From an optimization exercise on the open Yosys and OpenROAD flow, aimed at small area, a short achievable clock period and few clock cycles per item; shortcuts taken in it are not production practice. In this exercise RTL edits were held to simulation tests only and were not proved equivalent to the original.

==> design.v <==
module symcode_cw_decoder (
    input  wire        clk,
    input  wire [31:0] syn,        
    output wire [7:0]  e,          
    output wire        fx,         
    output wire [4:0]  j,          
    output wire [1:0]  status      
);
    localparam [3:0] LAM = 4'd10;
    function [3:0] m4;             
        input [3:0] a;
        input [3:0] b;
        reg   [3:0] acc;
        reg   [3:0] x;
        integer     i;
        begin
            acc = 4'h0;
            x   = a;
            for (i = 0; i < 4; i = i + 1) begin
                if (b[i])
                    acc = acc ^ x;
                x = x[3] ? ({x[2:0], 1'b0} ^ 4'h3) : {x[2:0], 1'b0};
            end
            m4 = acc;
        end
    endfunction
    function [3:0] i4;             
        input [3:0] a;
        begin
            case (a)
                4'd0: i4 = 4'd0;
                4'd1: i4 = 4'd1;
                4'd2: i4 = 4'd9;
                4'd3: i4 = 4'd14;
                4'd4: i4 = 4'd13;
                4'd5: i4 = 4'd11;
                4'd6: i4 = 4'd7;
                4'd7: i4 = 4'd6;
                4'd8: i4 = 4'd15;
                4'd9: i4 = 4'd2;
                4'd10: i4 = 4'd12;
                4'd11: i4 = 4'd5;
                4'd12: i4 = 4'd10;
                4'd13: i4 = 4'd4;
                4'd14: i4 = 4'd3;
                4'd15: i4 = 4'd8;
                default: i4 = 4'd0;
            endcase
        end
    endfunction
    function [7:0] m8;             
        input [7:0] a;
        input [7:0] b;
        reg   [3:0] h, l, k;
        begin
            h  = m4(a[7:4], b[7:4]);
            l  = m4(a[3:0], b[3:0]);
            k  = m4(a[7:4] ^ a[3:0], b[7:4] ^ b[3:0]);
            m8 = {k ^ l, m4(h, LAM) ^ l};
        end
    endfunction
    function [7:0] s8;             
        input [7:0] a;
        begin
            s8 = {a[7], a[5] ^ a[7], a[6], a[4] ^ a[6], a[3] ^ a[4] ^ a[5] ^ a[6], a[1] ^ a[3] ^ a[5] ^ a[6], a[2] ^ a[4] ^ a[5], a[0] ^ a[2] ^ a[6] ^ a[7]};
        end
    endfunction
    wire [7:0] t0 = syn[7:0];
    wire [7:0] t1 = syn[15:8];
    wire [7:0] t2 = syn[23:16];
    wire [7:0] t3 = syn[31:24];
    wire [7:0] u0, u1, u2, u3;
    assign u0[7] = t0[5];
    assign u0[6] = t0[2] ^ t0[5] ^ t0[6];
    assign u0[5] = t0[1] ^ t0[3] ^ t0[4];
    assign u0[4] = t0[4] ^ t0[7];
    assign u0[3] = t0[2] ^ t0[3] ^ t0[7];
    assign u0[2] = t0[1] ^ t0[2] ^ t0[3] ^ t0[5] ^ t0[6];
    assign u0[1] = t0[3] ^ t0[4];
    assign u0[0] = t0[0] ^ t0[2] ^ t0[4] ^ t0[5] ^ t0[6];
    assign u1[7] = t1[5];
    assign u1[6] = t1[2] ^ t1[5] ^ t1[6];
    assign u1[5] = t1[1] ^ t1[3] ^ t1[4];
    assign u1[4] = t1[4] ^ t1[7];
    assign u1[3] = t1[2] ^ t1[3] ^ t1[7];
    assign u1[2] = t1[1] ^ t1[2] ^ t1[3] ^ t1[5] ^ t1[6];
    assign u1[1] = t1[3] ^ t1[4];
    assign u1[0] = t1[0] ^ t1[2] ^ t1[4] ^ t1[5] ^ t1[6];
    assign u2[7] = t2[5];
    assign u2[6] = t2[2] ^ t2[5] ^ t2[6];
    assign u2[5] = t2[1] ^ t2[3] ^ t2[4];
    assign u2[4] = t2[4] ^ t2[7];
    assign u2[3] = t2[2] ^ t2[3] ^ t2[7];
    assign u2[2] = t2[1] ^ t2[2] ^ t2[3] ^ t2[5] ^ t2[6];
    assign u2[1] = t2[3] ^ t2[4];
    assign u2[0] = t2[0] ^ t2[2] ^ t2[4] ^ t2[5] ^ t2[6];
    assign u3[7] = t3[5];
    assign u3[6] = t3[2] ^ t3[5] ^ t3[6];
    assign u3[5] = t3[1] ^ t3[3] ^ t3[4];
    assign u3[4] = t3[4] ^ t3[7];
    assign u3[3] = t3[2] ^ t3[3] ^ t3[7];
    assign u3[2] = t3[1] ^ t3[2] ^ t3[3] ^ t3[5] ^ t3[6];
    assign u3[1] = t3[3] ^ t3[4];
    assign u3[0] = t3[0] ^ t3[2] ^ t3[4] ^ t3[5] ^ t3[6];
    wire [7:0] cj  = {u0[7:4], u0[3:0] ^ u0[7:4]};                       
    wire [3:0] nrm = m4(m4(u0[7:4], u0[7:4]), LAM) ^ m4(u0[7:4], u0[3:0]) ^ m4(u0[3:0], u0[3:0]);
    wire       geo = (m8(u0, u2) == s8(u1)) && (m8(u1, u3) == s8(u2));
    reg  [7:0] p_q;                
    reg  [3:0] ni_q;               
    reg  [7:0] e_q;
    reg        nz_q, clean_q, geo_q;
    always @(posedge clk) begin
        p_q     <= m8(u1, cj);
        ni_q    <= i4(nrm);
        e_q     <= t0;
        nz_q    <= (t0 != 8'h00);
        clean_q <= (syn == 32'd0);
        geo_q   <= geo;
    end
    wire [7:0] q = {m4(p_q[7:4], ni_q), m4(p_q[3:0], ni_q)};
    reg  [35:0] m;
    always @(*) begin
        m[0] = (q == 8'h40);    
        m[1] = (q == 8'hbf);    
        m[2] = (q == 8'h2d);    
        m[3] = (q == 8'h5f);    
        m[4] = (q == 8'h01);    
        m[5] = (q == 8'h24);    
        m[6] = (q == 8'h4d);    
        m[7] = (q == 8'h2e);    
        m[8] = (q == 8'h33);    
        m[9] = (q == 8'hc5);    
        m[10] = (q == 8'h45);    
        m[11] = (q == 8'h18);    
        m[12] = (q == 8'h51);    
        m[13] = (q == 8'hfc);    
        m[14] = (q == 8'hfe);    
        m[15] = (q == 8'hb6);    
        m[16] = (q == 8'h3f);    
        m[17] = (q == 8'h70);    
        m[18] = (q == 8'h16);    
        m[19] = (q == 8'hac);    
        m[20] = (q == 8'h26);    
        m[21] = (q == 8'h05);    
        m[22] = (q == 8'ha7);    
        m[23] = (q == 8'h7c);    
        m[24] = (q == 8'ha3);    
        m[25] = (q == 8'hff);    
        m[26] = (q == 8'h92);    
        m[27] = (q == 8'h72);    
        m[28] = (q == 8'h5e);    
        m[29] = (q == 8'h25);    
        m[30] = (q == 8'h69);    
        m[31] = (q == 8'h63);    
        m[32] = (q == 8'h1d);    
        m[33] = (q == 8'hf6);    
        m[34] = (q == 8'h80);    
        m[35] = (q == 8'h5d);    
    end
    reg [4:0] jj;
    integer k;
    always @(*) begin
        jj = 5'd0;
        for (k = 4; k < 36; k = k + 1)
            if (m[k])
                jj = jj | (35 - k);
    end
    wire corr = nz_q && geo_q && (m != 36'd0);
    assign e      = e_q;
    assign fx     = corr && (m[35:4] != 32'd0);
    assign j      = jj;
    assign status = clean_q ? 2'b00 : (corr ? 2'b01 : 2'b10);
endmodule
module symcode_decoder (
    input  wire        clk,
    input  wire        rst,
    input  wire        in_valid,
    output wire        in_ready,
    input  wire [71:0] in_beat,
    output wire        out_valid,
    input  wire        out_ready,
    output wire [63:0] out_data,
    output wire [3:0]  out_status
);
    localparam integer L = 11;
    function [7:0] gf_mul;
        input [7:0] a;
        input [7:0] b;
        reg   [7:0] acc;
        reg   [7:0] x;
        integer     i;
        begin
            acc = 8'h00;
            x   = a;
            for (i = 0; i < 8; i = i + 1) begin
                if (b[i])
                    acc = acc ^ x;
                x = x[7] ? ({x[6:0], 1'b0} ^ 8'h1D) : {x[6:0], 1'b0};
            end
            gf_mul = acc;
        end
    endfunction
    function [7:0] alpha_pow;
        input integer n;
        reg   [7:0] x;
        integer     i;
        begin
            x = 8'h01;
            for (i = 0; i < n; i = i + 1)
                x = x[7] ? ({x[6:0], 1'b0} ^ 8'h1D) : {x[6:0], 1'b0};
            alpha_pow = x;
        end
    endfunction
    reg  [63:0] ring [0:L-1];
    reg  [L-1:0] v;                  
    reg         in_rdy_q;
    reg  [3:0]  w;                   
    reg  [3:0]  bc;                  
    reg         nb;                  
    reg  [2:0]  in_idx, nb_idx;
    reg  [7:0]  cb_q;
    wire in_fire = in_valid && in_rdy_q;
    assign in_ready = in_rdy_q;
    always @(posedge clk) begin
        ring[0] <= in_rdy_q ? in_beat[63:0] : ring[L-1];
        cb_q    <= in_beat[71:64];
        nb_idx  <= in_idx;
    end
    genvar s;
    generate
        for (s = 1; s < L; s = s + 1) begin : g_ring
            always @(posedge clk) ring[s] <= ring[s-1];
        end
    endgenerate
    reg  [31:0] acc_a, acc_b;
    wire [1:0]  nb_g = nb_idx[2:1];
    wire [31:0] acc_sel = acc_a;
    wire [31:0] acc_nxt;
    wire [63:0] ring0 = ring[0];
    wire [31:0] lin_d;
    wire lx64 = ring0[14] ^ ring0[46];
    wire lx65 = ring0[10] ^ ring0[55];
    wire lx66 = ring0[13] ^ ring0[23];
    wire lx67 = ring0[19] ^ ring0[28];
    wire lx68 = ring0[38] ^ ring0[47];
    wire lx69 = ring0[1] ^ ring0[12];
    wire lx70 = ring0[3] ^ ring0[30];
    wire lx71 = ring0[5] ^ ring0[15];
    wire lx72 = ring0[11] ^ ring0[21];
    wire lx73 = ring0[20] ^ ring0[29];
    wire lx74 = ring0[2] ^ ring0[22];
    wire lx75 = ring0[4] ^ ring0[31];
    wire lx76 = ring0[6] ^ lx64;
    wire lx77 = ring0[8] ^ ring0[24];
    wire lx78 = ring0[25] ^ ring0[35];
    wire lx79 = ring0[39] ^ lx67;
    wire lx80 = ring0[0] ^ ring0[44];
    wire lx81 = ring0[9] ^ ring0[18];
    wire lx82 = ring0[16] ^ ring0[36];
    wire lx83 = ring0[34] ^ ring0[45];
    wire lx84 = ring0[37] ^ lx68;
    wire lx85 = ring0[7] ^ ring0[26];
    wire lx86 = ring0[17] ^ ring0[27];
    wire lx87 = ring0[54] ^ lx81;
    wire lx88 = lx65 ^ lx72;
    wire lx89 = lx66 ^ lx83;
    wire lx90 = ring0[7] ^ lx73;
    wire lx91 = ring0[32] ^ ring0[43];
    wire lx92 = ring0[33] ^ lx80;
    wire lx93 = ring0[42] ^ ring0[53];
    wire lx94 = lx69 ^ lx79;
    wire lx95 = lx82 ^ lx85;
    wire lx96 = ring0[1] ^ ring0[41];
    wire lx97 = ring0[2] ^ lx90;
    wire lx98 = ring0[3] ^ lx84;
    wire lx99 = ring0[4] ^ lx77;
    wire lx100 = ring0[9] ^ ring0[57];
    wire lx101 = ring0[11] ^ lx74;
    wire lx102 = ring0[12] ^ ring0[28];
    wire lx103 = ring0[14] ^ lx71;
    wire lx104 = ring0[17] ^ ring0[35];
    wire lx105 = ring0[22] ^ lx88;
    wire lx106 = ring0[24] ^ ring0[46];
    wire lx107 = ring0[30] ^ ring0[38];
    wire lx108 = ring0[31] ^ ring0[39];
    wire lx109 = ring0[37] ^ lx76;
    wire lx110 = ring0[47] ^ lx78;
    wire lx111 = ring0[48] ^ lx77;
    wire lx112 = lx65 ^ lx71;
    wire lx113 = lx66 ^ lx75;
    wire lx114 = lx70 ^ lx93;
    wire lx115 = lx72 ^ lx75;
    wire lx116 = lx92 ^ lx105;
    wire lx117 = ring0[0] ^ ring0[19];
    wire lx118 = ring0[2] ^ ring0[10];
    wire lx119 = ring0[5] ^ ring0[21];
    wire lx120 = ring0[6] ^ ring0[63];
    wire lx121 = ring0[7] ^ ring0[23];
    wire lx122 = ring0[8] ^ ring0[53];
    wire lx123 = ring0[12] ^ ring0[39];
    wire lx124 = ring0[13] ^ ring0[37];
    wire lx125 = ring0[16] ^ ring0[61];
    wire lx126 = ring0[18] ^ ring0[42];
    wire lx127 = ring0[18] ^ lx89;
    wire lx128 = ring0[19] ^ ring0[27];
    wire lx129 = ring0[20] ^ ring0[40];
    wire lx130 = ring0[22] ^ ring0[62];
    wire lx131 = ring0[23] ^ ring0[54];
    wire lx132 = ring0[25] ^ lx100;
    wire lx133 = ring0[27] ^ lx103;
    wire lx134 = ring0[31] ^ lx87;
    wire lx135 = ring0[32] ^ lx84;
    wire lx136 = ring0[34] ^ ring0[58];
    wire lx137 = ring0[36] ^ ring0[52];
    wire lx138 = ring0[44] ^ lx74;
    wire lx139 = ring0[45] ^ ring0[61];
    wire lx140 = ring0[51] ^ ring0[55];
    wire lx141 = ring0[52] ^ lx74;
    wire lx142 = ring0[54] ^ lx78;
    wire lx143 = ring0[56] ^ lx99;
    wire lx144 = ring0[60] ^ lx70;
    wire lx145 = lx64 ^ lx101;
    wire lx146 = lx69 ^ lx91;
    wire lx147 = lx70 ^ lx123;
    wire lx148 = lx76 ^ lx94;
    wire lx149 = lx79 ^ lx86;
    wire lx150 = lx86 ^ lx95;
    wire lx151 = lx89 ^ lx104;
    wire lx152 = lx91 ^ lx134;
    wire lx153 = lx106 ^ lx129;
    wire lx154 = lx109 ^ lx112;
    wire lx155 = lx111 ^ lx148;
    wire lx156 = lx131 ^ lx146;
    assign lin_d[0] = ring0[0] ^ ring0[16] ^ ring0[32] ^ ring0[40] ^ ring0[56] ^ lx111;
    assign lin_d[1] = ring0[17] ^ ring0[33] ^ ring0[49] ^ lx96 ^ lx132;
    assign lin_d[2] = ring0[26] ^ ring0[50] ^ lx118 ^ lx126 ^ lx136;
    assign lin_d[3] = ring0[3] ^ ring0[11] ^ ring0[35] ^ ring0[43] ^ ring0[51] ^ ring0[59] ^ lx128;
    assign lin_d[4] = ring0[4] ^ ring0[20] ^ ring0[44] ^ ring0[60] ^ lx102 ^ lx137;
    assign lin_d[5] = ring0[29] ^ ring0[53] ^ lx119 ^ lx124 ^ lx139;
    assign lin_d[6] = ring0[54] ^ lx76 ^ lx107 ^ lx130;
    assign lin_d[7] = ring0[15] ^ ring0[47] ^ ring0[55] ^ ring0[63] ^ lx108 ^ lx121;
    assign lin_d[8] = ring0[1] ^ ring0[56] ^ lx67 ^ lx121 ^ lx154;
    assign lin_d[9] = ring0[6] ^ ring0[11] ^ ring0[15] ^ ring0[48] ^ ring0[57] ^ lx68 ^ lx97;
    assign lin_d[10] = ring0[21] ^ ring0[23] ^ ring0[40] ^ ring0[49] ^ ring0[58] ^ lx70 ^ lx94 ^ lx154;
    assign lin_d[11] = ring0[5] ^ ring0[50] ^ ring0[59] ^ lx65 ^ lx67 ^ lx73 ^ lx96 ^ lx113 ^ lx135 ^ lx145;
    assign lin_d[12] = ring0[33] ^ ring0[42] ^ ring0[51] ^ lx84 ^ lx88 ^ lx94 ^ lx97 ^ lx106 ^ lx144;
    assign lin_d[13] = ring0[13] ^ ring0[25] ^ ring0[34] ^ ring0[43] ^ lx68 ^ lx73 ^ lx115 ^ lx125 ^ lx141 ^ lx147;
    assign lin_d[14] = ring0[14] ^ ring0[26] ^ ring0[44] ^ lx104 ^ lx113 ^ lx119 ^ lx122 ^ lx130 ^ lx147;
    assign lin_d[15] = ring0[0] ^ ring0[22] ^ ring0[36] ^ ring0[45] ^ lx87 ^ lx113 ^ lx120 ^ lx133;
    assign lin_d[16] = ring0[10] ^ ring0[14] ^ ring0[34] ^ lx79 ^ lx80 ^ lx87 ^ lx90 ^ lx107 ^ lx143;
    assign lin_d[17] = ring0[1] ^ ring0[30] ^ ring0[45] ^ lx71 ^ lx73 ^ lx78 ^ lx88 ^ lx100 ^ lx108 ^ lx117;
    assign lin_d[18] = ring0[29] ^ ring0[38] ^ lx87 ^ lx95 ^ lx115 ^ lx136 ^ lx138 ^ lx155;
    assign lin_d[19] = ring0[49] ^ ring0[55] ^ ring0[59] ^ lx86 ^ lx98 ^ lx99 ^ lx102 ^ lx103 ^ lx127 ^ lx138 ^ lx142;
    assign lin_d[20] = ring0[6] ^ ring0[50] ^ lx80 ^ lx89 ^ lx95 ^ lx112 ^ lx142 ^ lx144 ^ lx153;
    assign lin_d[21] = lx96 ^ lx109 ^ lx110 ^ lx115 ^ lx139 ^ lx140 ^ lx150;
    assign lin_d[22] = ring0[8] ^ ring0[46] ^ ring0[62] ^ lx71 ^ lx102 ^ lx126 ^ lx135 ^ lx141 ^ lx150;
    assign lin_d[23] = ring0[29] ^ ring0[33] ^ ring0[43] ^ lx66 ^ lx81 ^ lx98 ^ lx120 ^ lx122 ^ lx149;
    assign lin_d[24] = ring0[15] ^ ring0[26] ^ ring0[36] ^ lx110 ^ lx114 ^ lx117 ^ lx124 ^ lx143 ^ lx145;
    assign lin_d[25] = ring0[20] ^ ring0[26] ^ lx75 ^ lx82 ^ lx98 ^ lx132 ^ lx133 ^ lx156;
    assign lin_d[26] = ring0[5] ^ ring0[58] ^ lx68 ^ lx76 ^ lx77 ^ lx78 ^ lx82 ^ lx114 ^ lx116 ^ lx149;
    assign lin_d[27] = ring0[59] ^ lx97 ^ lx114 ^ lx151 ^ lx152 ^ lx155;
    assign lin_d[28] = ring0[37] ^ ring0[49] ^ ring0[60] ^ lx73 ^ lx85 ^ lx93 ^ lx116 ^ lx152;
    assign lin_d[29] = ring0[8] ^ ring0[50] ^ lx83 ^ lx107 ^ lx116 ^ lx125 ^ lx128 ^ lx156;
    assign lin_d[30] = ring0[9] ^ ring0[28] ^ ring0[62] ^ lx69 ^ lx92 ^ lx101 ^ lx108 ^ lx140 ^ lx151 ^ lx153;
    assign lin_d[31] = ring0[3] ^ ring0[21] ^ ring0[24] ^ ring0[29] ^ ring0[41] ^ ring0[63] ^ lx64 ^ lx69 ^ lx110 ^ lx118 ^ lx127 ^ lx137;
    genvar i, l;
    generate
        for (i = 0; i < 4; i = i + 1) begin : g_syn
            wire [7:0] td = lin_d[8*i +: 8];
            localparam [7:0] W0 = alpha_pow((i * (255 - 25)) % 255);
            localparam [7:0] W1 = alpha_pow((i * (255 - 18)) % 255);
            localparam [7:0] W2 = alpha_pow((i * (255 - 11)) % 255);
            localparam [7:0] W3 = alpha_pow((i * (255 - 4)) % 255);
            wire [7:0] cw = (nb_g == 2'd0) ? gf_mul(cb_q, W0) :
                            (nb_g == 2'd1) ? gf_mul(cb_q, W1) :
                            (nb_g == 2'd2) ? gf_mul(cb_q, W2) : gf_mul(cb_q, W3);
            localparam [7:0] A8 = alpha_pow((8 * i) % 255);
            wire [7:0] fb = (nb_g == 2'd0) ? 8'h00 : gf_mul(acc_sel[8*i +: 8], A8);
            assign acc_nxt[8*i +: 8] = fb ^ cw ^ td;
        end
    endgenerate
    always @(posedge clk) begin
        if (nb) begin
            acc_a <= acc_b;
            acc_b <= acc_nxt;
        end
    end
    reg        in0, in1;             
    reg        dec0, dec1;           
    wire [7:0] d_e;
    wire       d_fx;
    wire [4:0] d_j;
    wire [1:0] d_st;
    symcode_cw_decoder u_dec (.clk(clk), .syn(acc_b), .e(d_e), .fx(d_fx), .j(d_j), .status(d_st));
    reg  [7:0] res_e0, res_e1;
    reg        res_fx0, res_fx1;
    reg  [4:0] res_j0, res_j1;
    reg  [1:0] res_st0, res_st1;
    reg        res_v0, res_v1;       
    always @(posedge clk) begin
        if (dec0) begin
            res_e0 <= d_e; res_fx0 <= d_fx; res_j0 <= d_j; res_st0 <= d_st;
        end
        if (dec1) begin
            res_e1 <= d_e; res_fx1 <= d_fx; res_j1 <= d_j; res_st1 <= d_st;
        end
    end
    reg  [63:0] out_q;
    reg  [3:0]  out_st;
    reg         out_v;
    reg  [2:0]  out_idx;
    reg  [7:0]  o_e0, o_e1;
    reg         o_fx0, o_fx1;
    reg  [4:0]  o_j0, o_j1;
    wire first   = (out_idx == 3'd0);
    wire at_exit = v[L-2] && (bc == 4'd0);
    wire room    = !out_v || out_ready;
    wire deliver = at_exit && room && (!first || (res_v0 && (res_v1 || dec1)));
    wire miss    = at_exit && !deliver;
    wire [7:0] m_e  = first ? res_e0  : (out_idx[0] ? o_e1  : o_e0);
    wire       m_fx = first ? res_fx0 : (out_idx[0] ? o_fx1 : o_fx0);
    wire [4:0] m_j  = first ? res_j0  : (out_idx[0] ? o_j1  : o_j0);
    wire [63:0] mask;
    generate
        for (l = 0; l < 8; l = l + 1) begin : g_mask
            assign mask[8*l +: 8] = (m_fx && m_j == {out_idx[2:1], l[2:0]}) ? m_e : 8'h00;
        end
    endgenerate
    always @(posedge clk) begin
        if (deliver) begin
            out_q <= ring[L-2] ^ mask;
            if (first) begin
                out_st <= {dec1 ? d_st : res_st1, res_st0};
                o_e0 <= res_e0; o_fx0 <= res_fx0; o_j0 <= res_j0;
                if (dec1) begin
                    o_e1 <= d_e; o_fx1 <= d_fx; o_j1 <= d_j;
                end else begin
                    o_e1 <= res_e1; o_fx1 <= res_fx1; o_j1 <= res_j1;
                end
            end
        end
    end
    assign out_valid  = out_v;
    assign out_data   = out_q;
    assign out_status = out_st;
    wire [L-1:0] v_nxt;
    assign v_nxt[0] = in_fire || (v[L-1] && !in_rdy_q);
    generate
        for (s = 1; s < L; s = s + 1) begin : g_v
            if (s == L - 1)
                assign v_nxt[s] = v[s-1] && !deliver;
            else
                assign v_nxt[s] = v[s-1];
        end
    endgenerate
    wire [3:0] w_nxt = in_fire ? 4'd0 : (w == 4'd0 ? L - 1 : w - 4'd1);
    always @(posedge clk) begin
        if (rst) begin
            v        <= {L{1'b0}};
            in_rdy_q <= 1'b1;
            w        <= 4'd0;
            bc       <= 4'd0;
            nb       <= 1'b0;
            in_idx   <= 3'd0;
            in0      <= 1'b0;
            in1      <= 1'b0;
            dec0     <= 1'b0;
            dec1     <= 1'b0;
            res_v0   <= 1'b0;
            res_v1   <= 1'b0;
            out_v    <= 1'b0;
            out_idx  <= 3'd0;
        end else begin
            v        <= v_nxt;
            in_rdy_q <= !v_nxt[L-1] && (w_nxt == 4'd0 || v_nxt == {L{1'b0}});
            w        <= w_nxt;
            bc       <= miss ? L - 1 : (bc != 4'd0 ? bc - 4'd1 : 4'd0);
            nb       <= in_fire;
            if (in_fire)
                in_idx <= in_idx + 3'd1;
            in0      <= nb && (nb_idx == 3'd6);
            in1      <= nb && (nb_idx == 3'd7);
            dec0     <= in0;
            dec1     <= in1;
            if (deliver && first) begin
                res_v0 <= 1'b0;
                res_v1 <= 1'b0;
            end else begin
                if (dec0) res_v0 <= 1'b1;
                if (dec1) res_v1 <= 1'b1;
            end
            out_v    <= deliver || (out_v && !out_ready);
            if (deliver)
                out_idx <= out_idx + 3'd1;
        end
    end
endmodule
==> flow/run.sh <==
#!/bin/bash
set -uo pipefail
MARGIN=${MARGIN:-7}
sed "s/SETUP_SLACK_MARGIN=[0-9.]*/SETUP_SLACK_MARGIN=$MARGIN/" standard.sh > standard_margin.sh
grep -q "SETUP_SLACK_MARGIN=$MARGIN" standard_margin.sh || sed -i "s/make -C/make SETUP_SLACK_MARGIN=$MARGIN -C/" standard_margin.sh
bash standard_margin.sh > standard.log 2>&1
==> standard.sh <==
#!/bin/bash
# synth_recipe.tcl (not shown) runs the flow's synth.tcl, then flattens the netlist and writes it again
# the make line also repeats each setting of config.mk as NAME=value (left out here)
make -C /OpenROAD-flow-scripts/flow DESIGN_CONFIG=/design/flow/config.mk WORK_HOME=/design/flow/orfs CLKGATE_MAP_FILE= SYNTH_SCRIPT=/design/flow/synth_recipe.tcl "${@:-finish}"
==> config.mk <==
export PLATFORM = sky130hd
export DESIGN_NAME = symcode_decoder
export DESIGN_NICKNAME = symcode_decoder
export VERILOG_FILES = /design/flow/design.v
export SDC_FILE = /design/flow/constraint.sdc
export NUM_CORES = 4
export LEC_CHECK = 0
export CAP_MARGIN = 20
export CORE_MARGIN = 2
export CORE_UTILIZATION = 60
export SETUP_SLACK_MARGIN = 5
export SLEW_MARGIN = 20
==> constraint.sdc <==
create_clock -name core_clock -period 10.0 [get_ports {clk}]
set_input_delay 2.0000 -clock core_clock [delete_from_list [all_inputs] [get_ports {clk}]]
set_output_delay 2.0000 -clock core_clock [all_outputs]
set_load 0.01 [all_outputs]
==> flow_summary.ini, run 1 <==
[place]
hpwl_um = 61800
dpl.cell_count = 3793
place.gp.congestion = 0.933
dpl-instance-area_um2 = 37900
port_buffers = 145

[route]
dr.first_iter.drc_count = 1593
ant_nets = 0
first_pass_iters = 5
drc = 0
wl_per_cell_um = 22.6
drt_wl_total_um = 93500
vias = 22200
via_per_inst = 5.38

[clock_network]
htreeDepth = 3
root_buffer = clkbuf_16
worstSkewPairLatency_ns = 0.65
clk_pin_slew_ns = 0.06
cts_buffers = 87
cts_buffer_depth = 3
clock_sinks = 964
holdBufCountCts = 0
cts_tree = done

[synthesis]
synth_nets = 3054
yosys_register_bits = 964
synth.most_common_cell = dfxtp_1
synth_edf_count = 176
synth_area_leaders = dfxtp_1 (44%), edfxtp_1 (15%), xnor2_1 (14%)
ys_async_sr_fraction_pct = 0
synth_top_area_cell = dfxtp_1
syn_inst = 2957
avgSynthCellArea_um2 = 12.0
synthFlopType = dfxtp_1
synth_area_um2 = 35500
netlist.area_leader.share_pct = 44.4
ys_types = 89
synthTopCellsByCount = dfxtp_1 (788), xnor2_1 (581), xor2_1 (245)
ys_warn_count = 3
ys_seq_area_share_pct = 59.3

[critical_path]
cp-end-kind = register
reg2reg_slack_ns = 6.53
start_kind = register
worstPathMaxFanout = 4
crit_required_ns = 10.50
crit_type = reg -> reg
arrival_ns = 3.97
reg2regPathDepth = 14

[global_routing]
grt_max_degree = 66
grt_usage_pct = 30.4
antenna_found_initial = 6
grt-ovfl-total = 0
grt_pass1_vias = 22400
grt_pass1_wl_um = 138000

[sta]
tightestPinTransition_ns = 0.980
hold_viol_final = 0
period_share_pct = 34.7
setup_viol = 0
rsz0062_at_grt = true
slew-limit-headroom_pct = 34.7
fin_crit_ns = 3.47
tns_ns = 0
finClkSkew_ns = 0.0500
slew_violations = 0
max_freq_mhz = 288

[die]
start_util_pct = 60.4
row_count = 89
pin_count = 146
core-area_um2 = 58800
dieArea_um2 = 61100
die_width_um = 247
fp.dieH_um = 247

[job]
cap_violations = 0

[hold_path]
holdCritPathClass = reg -> reg
holdPathStages = 0

[layout]
finalNetCount = 3380
final_area_um2 = 43200
multiInputGateArea_um2 = 15200
layout-drive-gt1-share_pct = 21.4
area_growth_pct = 21.8
fillCellCount = 3797
register_area_um2 = 21100
fin_cells = 4130

[status]
outcome = no timing/DRC/antenna violations
[final cells by class]
| type | count | share of cell area, % |
|---|---|---|
| Sequential cell | 964 | 48.8 |
| Tap cell | 773 | 2.24 |
| Inverter | 31 | 0.356 |
| Clock inverter | 35 | 0.854 |
| Multi-Input combinational cell | 1855 | 35.3 |
| Antenna cell | 3 | 0.0174 |
| Timing Repair Buffer | 344 | 6.55 |
| Clock buffer | 125 | 5.94 |
[worst max-delay path, cell delays in order (launching register included)]
cell and delay (ns):
edfxtp_1 0.40, xnor3_4 0.63, xnor2_4 0.24, ha_4 0.25
xor2_2 0.17, xnor2_1 0.13, nand2_1 0.10, xnor2_2 0.17
xnor2_1 0.14, xnor2_1 0.26, xnor2_2 0.13, buf_4 0.18
ha_4 0.16, o31ai_4 0.24, mux2i_1 0.11
[what timing repair did]
action / 4_1_cts / 5_1_grt
buffers inserted: 112 / 58
endpoints found under the setup margin: 296 / 196
cloned: 2 / 2
resized for setup: 416 / 96
pin swaps: 47 / 36
[stage by stage]
| step | utilization [%] | worst slack, ns | hold WS [ns] |
|---|---|---|---|
| detailed placement | 64.5 | 5.41 | 0.312 |
| global placement | 64.5 | 5.66 | 0.310 |
| floorplan | - | 5.99 | 0.310 |
| CTS | 71.8 | 6.51 | 0.288 |
| finish | 73.5 | 6.53 | 0.296 |
| global route | 73.5 | 6.35 | 0.296 |
[final timing paths]
kind,from,endpoint
max reg2reg,acc_b[6],u_dec.ni_q[3]
min,ring[4][33],ring[5][33]
min reg2reg,ring[4][33],ring[5][33]
max,acc_b[6],u_dec.ni_q[3]
[cells by family (layout without fill, tap and decap cells)]
group,count (synthesis),count (layout),synth area share (%)
AO/OA/AOI/OAI,279,279,4.85
XOR/XNOR,865,865,22.5
adder cells (fa/ha/maj),22,22,0.768
buffers and inverters,140,535,1.71
flip-flops,964,964,59.3
multiplexers,124,124,3.85
other,0,3,0
AND/OR/NAND/NOR,563,565,7.02
[cell usage in the layout, fill, tap and decap left out, types with 31 or more instances in the layout]
cell type        count
a21oi_1             78
nor2_1             228
xnor2_1            533
xnor2_2             46
buf_2               67
nand2_1            163
mux2_2              84
dfxtp_1            771
clkbuf_16           92
xor2_1             223
buf_4              176
o21ai_0             65
clkdlybuf4s50_1     73
edfxtp_1           176
nor3_1              31
mux2i_1             33
[per-layer routing]
layer	wire [um]	share of wire, %	track usage, %	vias to the layer above
met3	4550	4.9	4.45	142
met1	40500	43	40.0	11000
met4	2260	2.4	8.51	0
met5	0	0	0	-
met2	46200	49	52.2	663
li1	-	-	-	10400
[registers in the layout, indices dropped and copies added (netlist names), 5 cells and up]
| signal | cells |
|---|---|
| cb_q | 8 |
| acc_a | 32 |
| u_dec.e_q | 8 |
| out_q | 64 |
| o_e1 | 8 |
| res_j1 | 5 |
| ring | 704 |
| o_j1 | 5 |
| o_e0 | 8 |
| u_dec.p_q | 8 |
| res_e1 | 8 |
| v | 11 |
| res_j0 | 5 |
| o_j0 | 5 |
| acc_b | 32 |
| res_e0 | 8 |
Testbench counts, summed over its fixed seeds: cycles 12,888, bursts 1,600.
==> run 2, diff against run 1 <==
==> flow/run.sh (replaced) <==
#!/bin/bash
set -uo pipefail
MARGIN=${MARGIN:-6.7}
sed "s/SETUP_SLACK_MARGIN=[0-9.]*/SETUP_SLACK_MARGIN=$MARGIN/" standard.sh > standard_margin.sh
grep -q "SETUP_SLACK_MARGIN=$MARGIN" standard_margin.sh || sed -i "s/make -C/make SETUP_SLACK_MARGIN=$MARGIN -C/" standard_margin.sh
bash standard_margin.sh > standard.log 2>&1
--- a/config.mk
+++ b/config.mk
@@ -5,8 +5,9 @@
 export SDC_FILE = /design/flow/constraint.sdc
 export NUM_CORES = 4
 export LEC_CHECK = 0
+export ABC_AREA = 1
 export CAP_MARGIN = 20
 export CORE_MARGIN = 2
-export CORE_UTILIZATION = 60
+export CORE_UTILIZATION = 40
 export SETUP_SLACK_MARGIN = 5
 export SLEW_MARGIN = 20
==> run 2 against run 1 <==
  * Critical path type is now reg -> out
  * Still clean on timing, DRC and antenna
  * Cell area shrank 0.98%
  * Clock skew shrank 0.0026 ns
  * Hold slack gained 0.0048 ns
==> flow_summary.ini, run 2 <==
[status]
outcome = no timing/DRC/antenna violations

[critical_path]
worstPathMaxFanout = 1
cp-end-kind = primary output
crit_type = reg -> out
r2r_end = acc_b[17]
crit_required_ns = 8.00
critical_path_buf_inv_count = 1
arrival_ns = 1.27
critPathMaxStageDelay_ns = 0.45
cpLargestDelayFamily = flip-flops
reg2reg_slack_ns = 6.83
reg2regPathDepth = 9
r2r-start = nb_idx[2]
start_kind = register
crit_chain = buf_6
slowest_stage = edfxtp_1

[sta]
period_share_pct = 32.7
tightestPinTransition_ns = 1.13
hold_viol_final = 0
slew-limit-headroom_pct = 24.1
max_freq_mhz = 305
slew_violations = 0
tns_ns = 0
finClkSkew_ns = 0.0474
fin_crit_ns = 3.27
rsz0062_at_grt = true
setup_viol = 0

[clock_network]
cts_buffers = 93
root_buffer = clkbuf_16
cts_tree = done
holdBufCountCts = 0
clock_sinks = 964
worstSkewPairLatency_ns = 0.68
htreeDepth = 3
cts_buffer_depth = 3
clk_pin_slew_ns = 0.06

[global_routing]
grt_pass1_vias = 23300
grt_max_degree = 67
grt-ovfl-total = 0
grt_usage_pct = 20.0
grt_pass1_wl_um = 141000
antenna_found_initial = 5

[synthesis]
synth_top_area_cell = dfxtp_1
avgSynthCellArea_um2 = 9.68
synth_top_family_by_area = XOR/XNOR gates
netlist.area_leader.share_pct = 43.5
ys_async_sr_fraction_pct = 0
synth_compound_area_share_pct = 2.69
synth_mux_area_share_pct = 0.0276
synth-simple-area-share_pct = 17.4
ys_types = 52
syn_inst = 3750
synthXorXnorAreaFrac_pct = 17.7
synth_area_leaders = dfxtp_1 (43%), edfxtp_1 (15%), nand2_1 (11%)
ys_seq_area_share_pct = 58.0
synth_edf_count = 176
synthTopCellsByCount = nand2_1 (1060), dfxtp_1 (788), xor2_1 (362)
ys_warn_count = 3
synth_area_um2 = 36300
synth.most_common_cell = nand2_1
yosys_register_bits = 964
synth_nets = 3847
synthFlopType = dfxtp_1
synth_fa_ha_area_share_pct = 0.724

[layout]
largestRegisters = ring: 704 flops, out_q: 64 flops
multiInputGateArea_um2 = 14300
final_common_cell = nand2_1
mostFrequentLayoutCells = nand2_1 (1048), dfxtp_1 (778), xor2_1 (358), xnor2_1 (333), nor2_1 (223)
fillCellCount = 8407
layout-drive-gt1-share_pct = 10.3
finalNetCount = 4086
largest_reg_flops = 704
area_growth_pct = 17.9
register_area_um2 = 21100
largest-register = ring

[route]
ant_nets = 0
drt_wl_total_um = 94400
dr.first_iter.drc_count = 2020
vias = 24400
drc = 0
first_pass_iters = 6
wl_per_cell_um = 18.0
via_per_inst = 4.65

[die]
die_width_um = 305
pin_count = 146
core-area_um2 = 90000
fp.dieH_um = 305
row_count = 110
start_util_pct = 40.3
dieArea_um2 = 93200

[hold_path]
holdPathStages = 0
min_to = ring[5][58]
hp-start = ring[4][58]
holdCritPathClass = reg -> reg

[place]
hpwl_um = 67800
place.gp.congestion = 0.947
port_buffers = 145

[job]
cap_violations = 0
==> run 2: cell types whose count changed after synthesis, sizes merged, moves of 29 or more <==
cell    before   now
mux2        84     0
clkbuf      72    43
xnor2      598   343
nand2      172  1087
a21oi       90    49
xor2       257   371
inv         29   241
nand3       28   162
mux2i       39     1
==> run 2: cell families (layout without fill, tap and decap cells) <==
logic type	after synthesis	after routing
compound gates	178	178
xor+xnor	715	715
fa+ha+maj	21	21
buf+inv	317	631
flops	964	964
mux	1	1
other cells	0	3
simple gates	1554	1555
==> run 2: timing repair <==
action | CTS | global route
pin swaps | 3 | 11
gates resized for setup | 304 | 52
buffers inserted | 15 | 37
endpoints found under the setup margin | 251 | 124
cloned | 2 | 1
==> run 2: stage by stage <==
step | setup WS (ns) | utilization, % | hold slack [ns] | std cells | cell area, um2
2_1_floorplan | 6.49 | - | 0.310 | 3750 | 36300
3_3_place_gp | 5.69 | 43.4 | 0.310 | 5014 | 39100
3_5_place_dp | 5.69 | 43.4 | 0.312 | 5015 | 39100
4_1_cts | 6.60 | 47.1 | 0.293 | 5203 | 42400
5_1_grt | 6.57 | 47.6 | 0.299 | 5241 | 42800
6_report | 6.73 | 47.6 | 0.300 | 5244 | 42800
==> run 2: worst max-delay path by stage <==
stage,depth (start not counted),start,endpoint,slack (ns)
finish,1,out_q[55],out_data[55],6.73
global route,22,acc_b[11],u_dec.geo_q,6.57
floorplan,4,out_ready,out_q[0],6.49
detailed placement,9,out_ready,out_idx[2],5.69
global placement,9,out_ready,out_idx[2],5.69
CTS,2,in_rdy_q,in_ready,6.60
==> run 2: layout make-up <==
type                    count  area share, %
clock buffers             140           6.56
diodes                      3         0.0175
clock inverters            31           1.01
inverters                 244           2.22
flip-flops and latches    964           49.2
multi-input cells        2470           33.4
well taps                1176           3.44
repair buffers            216           4.13
==> run 2: routing by layer <==
metal	global-route usage (%)	part of all wire (%)	routed length (um)
met1	28.1	47	44600
met2	32.3	46	43000
met3	3.06	5.2	4920
met4	5.10	2.0	1880
met5	0	0	0
==> run 3, diff against run 2 <==
--- a/config.mk
+++ b/config.mk
@@ -9,5 +9,6 @@
 export CAP_MARGIN = 20
 export CORE_MARGIN = 2
 export CORE_UTILIZATION = 40
+export CTS_BUF_LIST = sky130_fd_sc_hd__clkbuf_8
 export SETUP_SLACK_MARGIN = 5
 export SLEW_MARGIN = 20
==> run 3 against run 2 <==
  * First-iteration DRC count fell by 4.0%
  * Highest routed layer unchanged
  * Still clean
  * Register-to-register slack is essentially flat
  * Maximum frequency down 3.4%
  * Global-route usage grew 0.13 points
  * Synthesized area did not move
  * Routed wire length increased by 0.21%
==> flow_summary.ini, run 3 <==
[synthesis]
netlist.area_leader.share_pct = 43.5
syn_inst = 3750
synth_edf_count = 176
ys_types = 52
avgSynthCellArea_um2 = 9.68
ys_seq_area_share_pct = 58.0
synth_top_area_cell = dfxtp_1
synthTopCellsByCount = nand2_1 (1060), dfxtp_1 (788), xor2_1 (362)
synth_nets = 3847
yosys_register_bits = 964
synth_area_leaders = dfxtp_1 (43%), edfxtp_1 (15%), nand2_1 (11%)
ys_async_sr_fraction_pct = 0
ys_warn_count = 3
synth_area_um2 = 36300
synth.most_common_cell = nand2_1
synthFlopType = dfxtp_1

[clock_network]
worstSkewPairLatency_ns = 0.78
holdBufCountCts = 0
cts_tree = done
root_buffer = clkbuf_8
cts_buffers = 146
clock_sinks = 964
cts_buffer_depth = 3
htreeDepth = 4
clk_pin_slew_ns = 0.06

[global_routing]
met2_usage_pct = 32.1
grt_pass1_vias = 23600
antenna_found_initial = 4
grt-busiest-layer = met2
grt_max_degree = 67
grt_usage_pct = 20.1
grt_pass1_wl_um = 141000
grtUsageMet1_pct = 28.0
grt.met3_usage_pct = 3.72
grt-ovfl-total = 0

[sta]
setup_viol = 0
tightestPinTransition_ns = 1.19
finClkSkew_ns = 0.0459
slew_violations = 0
max_freq_mhz = 295
tns_ns = 0
fin_crit_ns = 3.39
period_share_pct = 33.9
rsz0062_at_grt = true
hold_viol_final = 0
slew-limit-headroom_pct = 20.6

[critical_path]
start_kind = register
crit_cells = 1
r2r-start = cb_q[0]
arrival_ns = 1.39
reg2regPathDepth = 11
critical_path_buf_inv_count = 1
reg2reg_slack_ns = 6.82
slowest_stage = edfxtp_1
critPathMaxStageDelay_ns = 0.44
cp-end-kind = primary output
worstPathMaxFanout = 1
crit_type = reg -> out
critPathLaunch = out_q[32]
cpLargestDelayFamily = flip-flops
crit_end = out_data[32]
r2r_end = acc_b[20]
crit_required_ns = 8.00
crit_chain = buf_2

[layout]
area_growth_pct = 17.5
fillCellCount = 8481
largest-register = ring
finalNetCount = 4132
mostFrequentLayoutCells = nand2_1 (1048), dfxtp_1 (778), xor2_1 (357), xnor2_1 (334), inv_1 (256)
largest_reg_flops = 704
final_area_um2 = 42700
largestRegisters = ring: 704 flops, out_q: 64 flops
layout-drive-gt1-share_pct = 11.8
final_common_cell = nand2_1

[place]
place.gp.congestion = 0.947
dpl-instance-area_um2 = 39100
port_buffers = 145
hpwl_um = 67800

[die]
die_width_um = 305
row_count = 110
fp.dieH_um = 305
start_util_pct = 40.3
dieArea_um2 = 93200
pin_count = 146
core-area_um2 = 90000

[route]
ant_nets = 0
first_pass_iters = 7
vias = 24700
wl_per_cell_um = 17.7
via_per_inst = 4.62
dr.first_iter.drc_count = 1939
drc = 0
drt_wl_total_um = 94600

[hold_path]
hp-start = ring[3][51]
holdCritPathClass = reg -> reg

[job]
cap_violations = 0

[status]
outcome = no timing/DRC/antenna violations
## run 3: cell counts after synthesis
No cell type changed its count.
## run 3: worst min path at each step
stage | cells after the start | slack [ns] | endpoint
detailed placement | 0 | 0.31 | ring[4][20]
finish | 0 | 0.32 | ring[4][51]
CTS | 0 | 0.31 | ring[4][62]
floorplan | 0 | 0.31 | ring[2][0]
global route | 0 | 0.31 | ring[8][61]
global placement | 0 | 0.31 | ring[3][5]
## run 3: per-stage QoR
stage               std cells  hold slack [ns]  util [%]  worst slack, ns
global placement         5014            0.310      43.4             5.69
CTS                      5300            0.313      46.9             6.50
floorplan                3750            0.310         -             6.49
finish                   5340            0.317      47.4             6.61
global route             5336            0.314      47.4             6.54
detailed placement       5015            0.312      43.4             5.69
## run 3: logic make-up (layout without fill, tap and decap cells)
group | count (synthesis) | after routing | synth area share (%)
AOI/OAI and AO/OA | 178 | 178 | 2.69
and+or+nand+nor | 1554 | 1555 | 17.4
xor gates and xnor gates | 715 | 715 | 17.7
other | 0 | 9 | 0
adders and majority gates | 21 | 21 | 0.724
DFF | 964 | 964 | 58.0
buffers and inverters | 317 | 721 | 3.48
muxes | 1 | 1 | 0.0276
## run 3: what timing repair did
action,in CTS,in global routing
endpoints found under the setup margin,221,151
cloned,2,1
buffers inserted,15,30
resized for setup,328,47
pin swaps,3,10
## run 3: area by class of cell
class	count	area, um2	area share, %
Inverter	244	952	2.23
Multi-Input combinational cell	2470	14300	33.5
Tap cell	1176	1470	3.45
Antenna cell	9	22.5	0.0528
Clock inverter	83	558	1.31
Clock buffer	185	2550	5.97
Timing Repair Buffer	209	1730	4.06
Sequential cell	964	21100	49.4
## run 3: per-layer routing
layer  up-vias  part of all wire, %
li1      12400                    -
met1     11600                   47
met2       631                   46
met3       111                  5.1
met4         0                  1.8
met5         -                    0
==> run 4, diff against run 3 <==
--- a/config.mk
+++ b/config.mk
@@ -8,7 +8,6 @@
 export ABC_AREA = 1
 export CAP_MARGIN = 20
 export CORE_MARGIN = 2
-export CORE_UTILIZATION = 40
-export CTS_BUF_LIST = sky130_fd_sc_hd__clkbuf_8
+export CORE_UTILIZATION = 55
 export SETUP_SLACK_MARGIN = 5
 export SLEW_MARGIN = 20
==> run 4 against run 3 <==
  * Routed wire length up 5.0%
  * Non-clock buffer count decreased by 10
  * Setup slack improved by 0.13 ns
  * Die area fell by 27%
  * Sequential share of layout area increased by 0.74 points
  * Utilization rose by 17 points
  * Register-to-register slack gained 0.03 ns
==> flow_summary.ini, run 4 <==
[global_routing]
grt-ovfl-total = 0
grt_pass1_vias = 24500
grt_usage_pct = 29.1
antenna_found_initial = 3
grt_pass1_wl_um = 147000
grt_max_degree = 67

[job]
cap_violations = 0

[route]
vias = 25200
drt_wl_total_um = 99300
first_pass_iters = 6
via_per_inst = 5.14
ant_nets = 0
wl_per_cell_um = 20.2
dr.first_iter.drc_count = 2008
drc = 0

[clock_network]
clk_pin_slew_ns = 0.06
cts_tree = done
root_buffer = clkbuf_16
clock_sinks = 964
holdBufCountCts = 0
cts_buffer_depth = 3
htreeDepth = 3
cts_buffers = 88
worstSkewPairLatency_ns = 0.65

[sta]
max_freq_mhz = 306
hold_viol_final = 0
whs_ns = 0.314
rsz0062_at_grt = true
period_share_pct = 32.6
slew-limit-headroom_pct = 24.5
fin_crit_ns = 3.26
setup_viol = 0
tightestPinTransition_ns = 1.13
tns_ns = 0
slew_violations = 0
finClkSkew_ns = 0.0377

[die]
fp.dieH_um = 261
pin_count = 146
die_width_um = 261
start_util_pct = 55.4
row_count = 94
dieArea_um2 = 68100
core-area_um2 = 65500

[synthesis]
ys_seq_area_share_pct = 58.0
synth_edf_count = 176
synth_top_area_cell = dfxtp_1
ys_warn_count = 3
yosys_register_bits = 964
netlist.area_leader.share_pct = 43.5
synth_area_leaders = dfxtp_1 (43%), edfxtp_1 (15%), nand2_1 (11%)
syn_inst = 3750
ys_async_sr_fraction_pct = 0
avgSynthCellArea_um2 = 9.68
ys_types = 52
synth.most_common_cell = nand2_1
synthTopCellsByCount = nand2_1 (1060), dfxtp_1 (788), xor2_1 (362)
synth_nets = 3847
synth_area_um2 = 36300
synthFlopType = dfxtp_1

[layout]
largest-register = ring
layout-drive-gt1-share_pct = 9.55
n_antenna_cell = 0
largestRegisters = ring: 704 flops, out_q: 64 flops
area_growth_pct = 15.8
mostFrequentLayoutCells = nand2_1 (1047), dfxtp_1 (778), xor2_1 (358), xnor2_1 (333), nor2_1 (221)
fillCellCount = 5128
final_common_cell = nand2_1
register_area_um2 = 21100
finalNetCount = 4063
largest_reg_flops = 704
multiInputGateArea_um2 = 14300

[place]
port_buffers = 145
hpwl_um = 71600
place.gp.congestion = 0.955

[critical_path]
arrival_ns = 1.26
critPathMaxStageDelay_ns = 0.46
slowest_stage = edfxtp_1
cp-end-kind = primary output
crit_chain = buf_2
reg2reg_slack_ns = 6.85
crit_required_ns = 8.00
start_kind = register
worstPathMaxFanout = 1
crit_type = reg -> out
critical_path_buf_inv_count = 1
cpLargestDelayFamily = flip-flops

[status]
outcome = no timing/DRC/antenna violations

[hold_path]
holdCritPathClass = reg -> reg
==> run 4: routing by layer <==
metal,routed length [um],track usage (%)
met1,44600,40.3
met2,47200,48.5
met3,5500,3.71
met4,1960,7.08
met5,12,0
==> run 4: worst paths after layout <==
path,startpoint,endpoint,depth (start not counted)
max reg2reg,acc_b[4],u_dec.ni_q[0],15
min reg2reg,ring[6][60],ring[7][60],0
min,ring[6][60],ring[7][60],0
max,out_q[54],out_data[54],1
==> run 4: cell type report <==
cell class,count,share of cell area (%)
flip-flops and latches,964,50.2
clock inverters,33,0.813
multi-input cells,2469,34.1
clock buffers,131,6.13
repair buffers,199,3.95
inverters,244,2.28
well taps,864,2.57
==> run 4: metrics by stage <==
step / cell area [um2] / setup WS [ns] / util [%] / std cells
floorplan: 36300 / 6.49 / - / 3750
global placement: 38700 / 5.74 / 59.1 / 4703
detailed placement: 38700 / 5.77 / 59.1 / 4703
CTS: 41800 / 6.70 / 63.8 / 4885
global route: 42000 / 6.57 / 64.1 / 4904
finish: 42000 / 6.74 / 64.1 / 4904
==> run 4: timing repair <==
action	CTS	global route
gates cloned	2	0
hold endpoints to repair	0	0
pin swaps	2	12
resized for setup	263	67
endpoints found under the setup margin	227	104
buffers inserted	16	19
==> run 4: logic make-up (layout without fill, tap and decap cells) <==
family / count (synthesis) / count (layout) / synth area share, %
xor+xnor: 715 / 715 / 17.7
mux: 1 / 1 / 0.0276
fa+ha+maj: 21 / 21 / 0.724
flops: 964 / 964 / 58.0
buf+inv: 317 / 607 / 3.48
simple gates: 1554 / 1554 / 17.4
compound gates: 178 / 178 / 2.69
==> run 5, diff against run 4 <==
--- a/config.mk
+++ b/config.mk
@@ -8,6 +8,6 @@
 export ABC_AREA = 1
 export CAP_MARGIN = 20
 export CORE_MARGIN = 2
-export CORE_UTILIZATION = 55
+export CORE_UTILIZATION = 72
 export SETUP_SLACK_MARGIN = 5
 export SLEW_MARGIN = 20
==> run 5 against run 4 <==
  * The run now fails in 5_1_grt
  * Synthesized cell count is the same
  * Synthesized area is the same
==> flow_summary.ini, run 5 <==
[place]
dpl-instance-area_um2 = 38400
place.gp.congestion = 1.01
port_buffers = 145
hpwl_um = 79600
dpl.cell_count = 4506

[global_routing]
grt_max_degree = 67
grt_usage_pct = 67.5
grt-ovfl-total = 59

[synthesis]
synth_top_family_by_area = XOR/XNOR gates
syn_inst = 3750
synth_top_area_cell = dfxtp_1
synth_fa_ha_area_share_pct = 0.724
synth-simple-area-share_pct = 17.4
ys_types = 52
synthFlopType = dfxtp_1
yosys_register_bits = 964
ys_async_sr_fraction_pct = 0
synth.most_common_cell = nand2_1
netlist.area_leader.share_pct = 43.5
synth_area_um2 = 36300
synth_edf_count = 176
synth_nets = 3847
ys_warn_count = 3
synthTopCellsByCount = nand2_1 (1060), dfxtp_1 (788), xor2_1 (362)
synthXorXnorAreaFrac_pct = 17.7
synth_mux_area_share_pct = 0.0276
synth_compound_area_share_pct = 2.69
ys_seq_area_share_pct = 58.0
synth_area_leaders = dfxtp_1 (43%), edfxtp_1 (15%), nand2_1 (11%)
avgSynthCellArea_um2 = 9.68

[status]
lastStage = 5_1_grt
outcome = did not finish
tool.error = [ERROR GRT-0232] Routing congestion too high. Check the congestion heatmap in the GUI.

[die]
die_width_um = 229
pin_count = 146
start_util_pct = 72.7
fp.dieH_um = 229
row_count = 82

[sta]
worstEndpointType = top-level output
grt-worst-endpoint = out_data[61]

[clock_network]
cts_buffer_depth = 3
htreeDepth = 3
holdBufCountCts = 0
clock_sinks = 964
cts_buffers = 84
root_buffer = clkbuf_16
## run 5: cell counts after synthesis
No cell type changed its count.
## run 5: cell families after synthesis
kind of cell             after synthesis
XOR/XNOR                             715
adder cells (fa/ha/maj)               21
buffers and inverters                317
AND/OR/NAND/NOR                     1554
AO/OA/AOI/OAI                        178
flip-flops                           964
multiplexers                           1
## run 5: layer usage
layer	GRT usage (%)	overflow
met1	68.0	1
met2	86.6	29
met3	50.8	4
met4	62.1	25
met5	25.6	0
## run 5: what timing repair did
item | CTS
resized for setup | 312
buffers inserted | 24
setup endpoints to repair | 251
pin swaps | 11
## run 5: how the worst max path moves through the flow
stage	start	endpoint	depth (start not counted)
CTS	out_q[32]	out_data[32]	1
floorplan	out_ready	out_q[0]	4
global placement	out_ready	out_q[33]	6
detailed placement	out_idx[0]	out_q[44]	10
## run 5: per-stage QoR
step	util [%]	worst slack (ns)	hold slack, ns
2_1_floorplan	-	6.49	0.310
3_3_place_gp	76.9	5.93	0.310
3_5_place_dp	76.9	5.46	0.312
4_1_cts	83.4	6.64	0.298
==> run 6, diff against run 5 <==
--- a/config.mk
+++ b/config.mk
@@ -8,6 +8,6 @@
 export ABC_AREA = 1
 export CAP_MARGIN = 20
 export CORE_MARGIN = 2
-export CORE_UTILIZATION = 72
+export CORE_UTILIZATION = 60
 export SETUP_SLACK_MARGIN = 5
 export SLEW_MARGIN = 20
==> run 6 against run 5 <==
  * The run now finishes clean
  * Synthesized area is the same
  * Synthesized cell count is the same
==> flow_summary.ini, run 6 <==
[status]
outcome = no timing/DRC/antenna violations

[global_routing]
grt_pass1_vias = 26000
grt_usage_pct = 33.1
antenna_found_initial = 5
grt_pass1_wl_um = 156000
grt-ovfl-total = 0
grt_max_degree = 67

[synthesis]
avgSynthCellArea_um2 = 9.68
ys_seq_area_share_pct = 58.0
synth_top_area_cell = dfxtp_1
synthTopCellsByCount = nand2_1 (1060), dfxtp_1 (788), xor2_1 (362)
ys_async_sr_fraction_pct = 0
yosys_register_bits = 964
synth_edf_count = 176
synth_area_leaders = dfxtp_1 (43%), edfxtp_1 (15%), nand2_1 (11%)
synth_nets = 3847
synth_area_um2 = 36300
ys_types = 52
synth.most_common_cell = nand2_1
syn_inst = 3750
netlist.area_leader.share_pct = 43.5
synthFlopType = dfxtp_1
ys_warn_count = 3

[place]
port_buffers = 145
dpl.cell_count = 4619
hpwl_um = 71900
place.gp.congestion = 1.02

[layout]
area_growth_pct = 15.8
layout-drive-gt1-share_pct = 9.37
fillCellCount = 4215
multiInputGateArea_um2 = 14400
largest-register = ring
mostFrequentLayoutCells = nand2_1 (1047), dfxtp_1 (778), xor2_1 (356), xnor2_1 (334), nor2_1 (221)
fin_cells = 4816
register_area_um2 = 21100
final_util_pct = 69.9
final_common_cell = nand2_1
largest_reg_flops = 704
finalNetCount = 4060
largestRegisters = ring: 704 flops, out_q: 64 flops

[critical_path]
slowest_stage = edfxtp_1
critPathMaxStageDelay_ns = 0.50
crit_required_ns = 8.00
cpLargestDelayFamily = flip-flops
cp-end-kind = primary output
arrival_ns = 1.33
start_kind = register
critical_path_buf_inv_count = 1
worstPathMaxFanout = 1
crit_type = reg -> out
crit_chain = buf_2

[sta]
slew_violations = 0
rsz0062_at_grt = true
fin_crit_ns = 3.33
tightestPinTransition_ns = 1.19
max_freq_mhz = 300
finClkSkew_ns = 0.0364
period_share_pct = 33.3
setup_viol = 0
tns_ns = 0
hold_viol_final = 0
slew-limit-headroom_pct = 20.4

[die]
core-area_um2 = 60100
row_count = 90
dieArea_um2 = 62500
pin_count = 146
start_util_pct = 60.4
fp.dieH_um = 250
die_width_um = 250

[clock_network]
holdBufCountCts = 0
clock_sinks = 964
cts_tree = done
worstSkewPairLatency_ns = 0.64
cts_buffers = 87
cts_buffer_depth = 3
clk_pin_slew_ns = 0.07
htreeDepth = 3
root_buffer = clkbuf_16

[route]
ant_nets = 0
wl_per_cell_um = 21.8
dr.first_iter.drc_count = 2622
via_per_inst = 5.46
drt_wl_total_um = 105000
vias = 26300
drc = 0
first_pass_iters = 8

[hold_path]
holdCritPathClass = reg -> reg

[job]
cap_violations = 0
==> run 6: cell counts after synthesis <==
Identical to the previous run, type by type.
==> run 6: final cells by class <==
cell class,instances,share of cell area (%)
well taps,782,2.33
inverters,244,2.26
clock inverters,34,0.967
repair buffers,197,3.97
multi-input cells,2469,34.2
flip-flops and latches,964,50.1
diodes,1,0.00595
clock buffers,125,6.10
==> run 6: cells by family (layout without fill, tap and decap cells) <==
kind of cell,Yosys count,count (layout),share of synthesized area [%]
muxes,1,1,0.0276
and+or+nand+nor,1554,1554,17.4
buffers and inverters,317,600,3.48
other,0,1,0
AOI/OAI and AO/OA,178,178,2.69
adders and majority gates,21,21,0.724
xor gates and xnor gates,715,715,17.7
DFF,964,964,58.0
==> run 6: path summary, 6_finish.rpt <==
check | depth (start not counted) | start | slack, ns | to
worst max-delay path | 1 | out_q[32] | 6.67 | out_data[32]
worst min-delay path | 0 | ring[5][16] | 0.31 | ring[6][16]
worst min register to register | 0 | ring[5][16] | 0.31 | ring[6][16]
worst max register to register | 10 | out_idx[0] | 6.68 | out_q[15]
==> run 6: per-layer routing <==
layer	global-route usage [%]	vias to the layer above	routed length, um	share of wire (%)
met2	56.3	1191	50600	48
li1	-	12200	-	-
met3	4.15	260	7200	6.9
met5	0	-	0	0
met4	11.1	0	3790	3.6
met1	43.8	12700	43400	41
==> run 6: per-stage QoR <==
step | hold slack [ns] | area, um2 | setup WS (ns)
final | 0.314 | 42000 | 6.67
after global routing | 0.317 | 42000 | 6.60
after CTS | 0.319 | 41700 | 6.67
after detailed placement | 0.312 | 38600 | 5.75
after global placement | 0.309 | 38600 | 5.91
after floorplan | 0.310 | 36300 | 6.49
==> run 6: timing repair <==
| item | in CTS | in global routing |
|---|---|---|
| pin swaps | 3 | 10 |
| buffers inserted | 17 | 20 |
| resized for setup | 246 | 64 |
| endpoints found under the setup margin | 227 | 99 |
==> run 7, diff against run 6 <==
--- a/config.mk
+++ b/config.mk
@@ -8,6 +8,7 @@
 export ABC_AREA = 1
 export CAP_MARGIN = 20
 export CORE_MARGIN = 2
-export CORE_UTILIZATION = 60
+export CORE_UTILIZATION = 55
 export SETUP_SLACK_MARGIN = 5
 export SLEW_MARGIN = 20
+export TNS_END_PERCENT = 0
==> run 7 against run 6 <==
  * First-iteration DRC count decreased by 9.5%
  * Die area rose by 8.9%
  * Cell area increased by 0.16%
  * Global-route usage shrank 3.6 points
  * Routed wire length is 4.4% lower
  * Via count fell by 3.6%
  * Utilization down 5.6 points
  * Critical endpoint is now out_data[36]
  * Highest routed layer is now met5
==> flow_summary.ini, run 7 <==
[die]
row_count = 94
fp.dieH_um = 261
dieArea_um2 = 68100
die_width_um = 261
core-area_um2 = 65500
start_util_pct = 55.4
pin_count = 146

[layout]
largest-register = ring
mostFrequentLayoutCells = nand2_1 (1050), dfxtp_1 (781), xor2_1 (360), xnor2_1 (335), nor2_1 (223)
largestRegisters = ring: 704 flops, out_q: 64 flops
n_antenna_cell = 0
final_area_um2 = 42100
finalNetCount = 4051
final_common_cell = nand2_1
largest_reg_flops = 704
area_growth_pct = 16.0
layout-drive-gt1-share_pct = 7.63
fillCellCount = 5138

[route]
dr.first_iter.drc_count = 2374
ant_nets = 0
wl_per_cell_um = 20.5
via_per_inst = 5.19
first_pass_iters = 6
vias = 25400
drt_wl_total_um = 100000
drc = 0

[sta]
slew_violations = 0
fin_crit_ns = 3.41
rsz0062_at_grt = true
max_freq_mhz = 294
setup_ws_ns = 6.59
finClkSkew_ns = 0.0343
whs_ns = 0.311
tns_ns = 0
setup_viol = 0
tightestPinTransition_ns = 1.18
period_share_pct = 34.1
slew-limit-headroom_pct = 21.4
hold_viol_final = 0

[critical_path]
critPathMaxStageDelay_ns = 0.44
cpLargestDelayFamily = flip-flops
crit_type = reg -> out
arrival_ns = 1.41
worstPathMaxFanout = 1
cp-end-kind = primary output
crit_required_ns = 8.00
start_kind = register
critical_path_buf_inv_count = 1
crit_chain = dlygate4sd2_1
slowest_stage = edfxtp_1

[synthesis]
synthFlopType = dfxtp_1
synth_top_area_cell = dfxtp_1
synth_edf_count = 176
yosys_register_bits = 964
avgSynthCellArea_um2 = 9.68
ys_types = 52
ys_warn_count = 3
synthTopCellsByCount = nand2_1 (1060), dfxtp_1 (788), xor2_1 (362)
synth_area_leaders = dfxtp_1 (43%), edfxtp_1 (15%), nand2_1 (11%)
syn_inst = 3750
netlist.area_leader.share_pct = 43.5
synth.most_common_cell = nand2_1
synth_nets = 3847
ys_seq_area_share_pct = 58.0
synth_area_um2 = 36300
ys_async_sr_fraction_pct = 0

[status]
outcome = no timing/DRC/antenna violations

[clock_network]
htreeDepth = 3
clock_sinks = 964
cts_buffer_depth = 3
cts_buffers = 89
clk_pin_slew_ns = 0.07
root_buffer = clkbuf_16
holdBufCountCts = 0
worstSkewPairLatency_ns = 0.64
cts_tree = done

[place]
hpwl_um = 71500
port_buffers = 145
dpl-instance-area_um2 = 38700
place.gp.congestion = 0.986
place_ws_ns = 5.77

[global_routing]
grt_max_degree = 67
grt_pass1_vias = 25100
grt-ovfl-total = 0
grt_pass1_wl_um = 149000
grt_usage_pct = 29.5
antenna_found_initial = 8

[hold_path]
holdCritPathClass = reg -> reg

[job]
cap_violations = 0
[run 7: cell counts after synthesis]
Identical to the previous run, type by type.
[run 7: worst paths after layout]
check                            startpoint           end  slack (ns)  cells past startpoint
worst min-delay path            ring[5][61]   ring[6][61]        0.31                      0
worst max register to register      cb_q[0]     acc_b[20]        6.70                     11
worst max-delay path              out_q[36]  out_data[36]        6.59                      1
worst min register to register  ring[5][61]   ring[6][61]        0.31                      0
[run 7: cell families after synthesis]
| kind of cell | count (synthesis) | share of synthesized area [%] |
|---|---|---|
| AND/OR/NAND/NOR | 1554 | 17.4 |
| flip-flops | 964 | 58.0 |
| multiplexers | 1 | 0.0276 |
| AO/OA/AOI/OAI | 178 | 2.69 |
| XOR/XNOR | 715 | 17.7 |
| adder cells (fa/ha/maj) | 21 | 0.724 |
| buffers and inverters | 317 | 3.48 |
[run 7: what timing repair did]
item / 4_1_cts / 5_1_grt
pin swaps: 0 / 5
setup endpoints to repair: 217 / 233
cloned: 2 / 0
gates resized for setup: 96 / 38
buffers inserted: 11 / 12
[run 7: cell type report]
cell class / instances / area (um2) / share of cell area, %
clock buffer: 117 / 2480 / 5.88
clock inverter: 45 / 537 / 1.27
inverter: 244 / 950 / 2.26
multi-input combinational: 2469 / 14300 / 33.9
sequential: 964 / 21100 / 50.0
tap: 864 / 1080 / 2.57
timing repair buffer: 186 / 1740 / 4.13
[run 7: routing by layer]
metal | vias up | GRT usage [%] | share of wire [%]
li1 | 12100 | - | -
met1 | 12300 | 39.9 | 44
met2 | 813 | 49.7 | 48
met3 | 149 | 4.01 | 5.9
met4 | 4 | 7.98 | 2.4
met5 | - | 0 | 0.030
[run 7: stage by stage]
step	instances	utilization [%]
finish	4889	64.3
global route	4889	64.3
CTS	4877	63.9
detailed placement	4702	59.1
global placement	4702	59.1
floorplan	3750	-

-- static timing again, ports no longer ideal --
In the flow no input, the clock included, has a driving cell. The finished layouts below were timed again as built, in two steps.
Step 1 assumes that a clkbuf_16 drives the clock port and a buf_2 every other input.
Step 2 adds t to the input delays and takes it off the output delays; t is the mean of the earliest and latest rising clock arrival at the registers after step 1. Input paths then give back, and output paths get back, about the clock's delay inside the block.
Slacks: ideal ports / drivers / drivers and shift; pairs: ideal ports / drivers.
run | t (ns) | setup WS [ns] | worst setup path at the end | worst data-port slew with drivers (ns) | pins driven straight from the clock port
run 1 | 0.694 | 6.529 / 6.529 / 6.453 | input to register | 0.13 | 1
run 2 | 0.720 | 6.725 / 6.659 / 6.147 | input to register | 0.04 | 1
run 3 | 0.827 | 6.610 / 6.541 / 6.044 | input to register | 0.05 | 1
run 4 | 0.704 | 6.736 / 6.665 / 6.220 | input to register | 0.04 | 1
run 6 | 0.693 | 6.668 / 6.598 / 6.126 | input to register | 0.06 | 1
run 7 | 0.696 | 6.594 / 6.525 / 5.996 | input to register | 0.05 | 1
After both steps setup and hold are still met in every run listed. The setup slack of run 7, which loses most, moves by -0.069 ns with the drivers and by -0.598 ns with both steps.
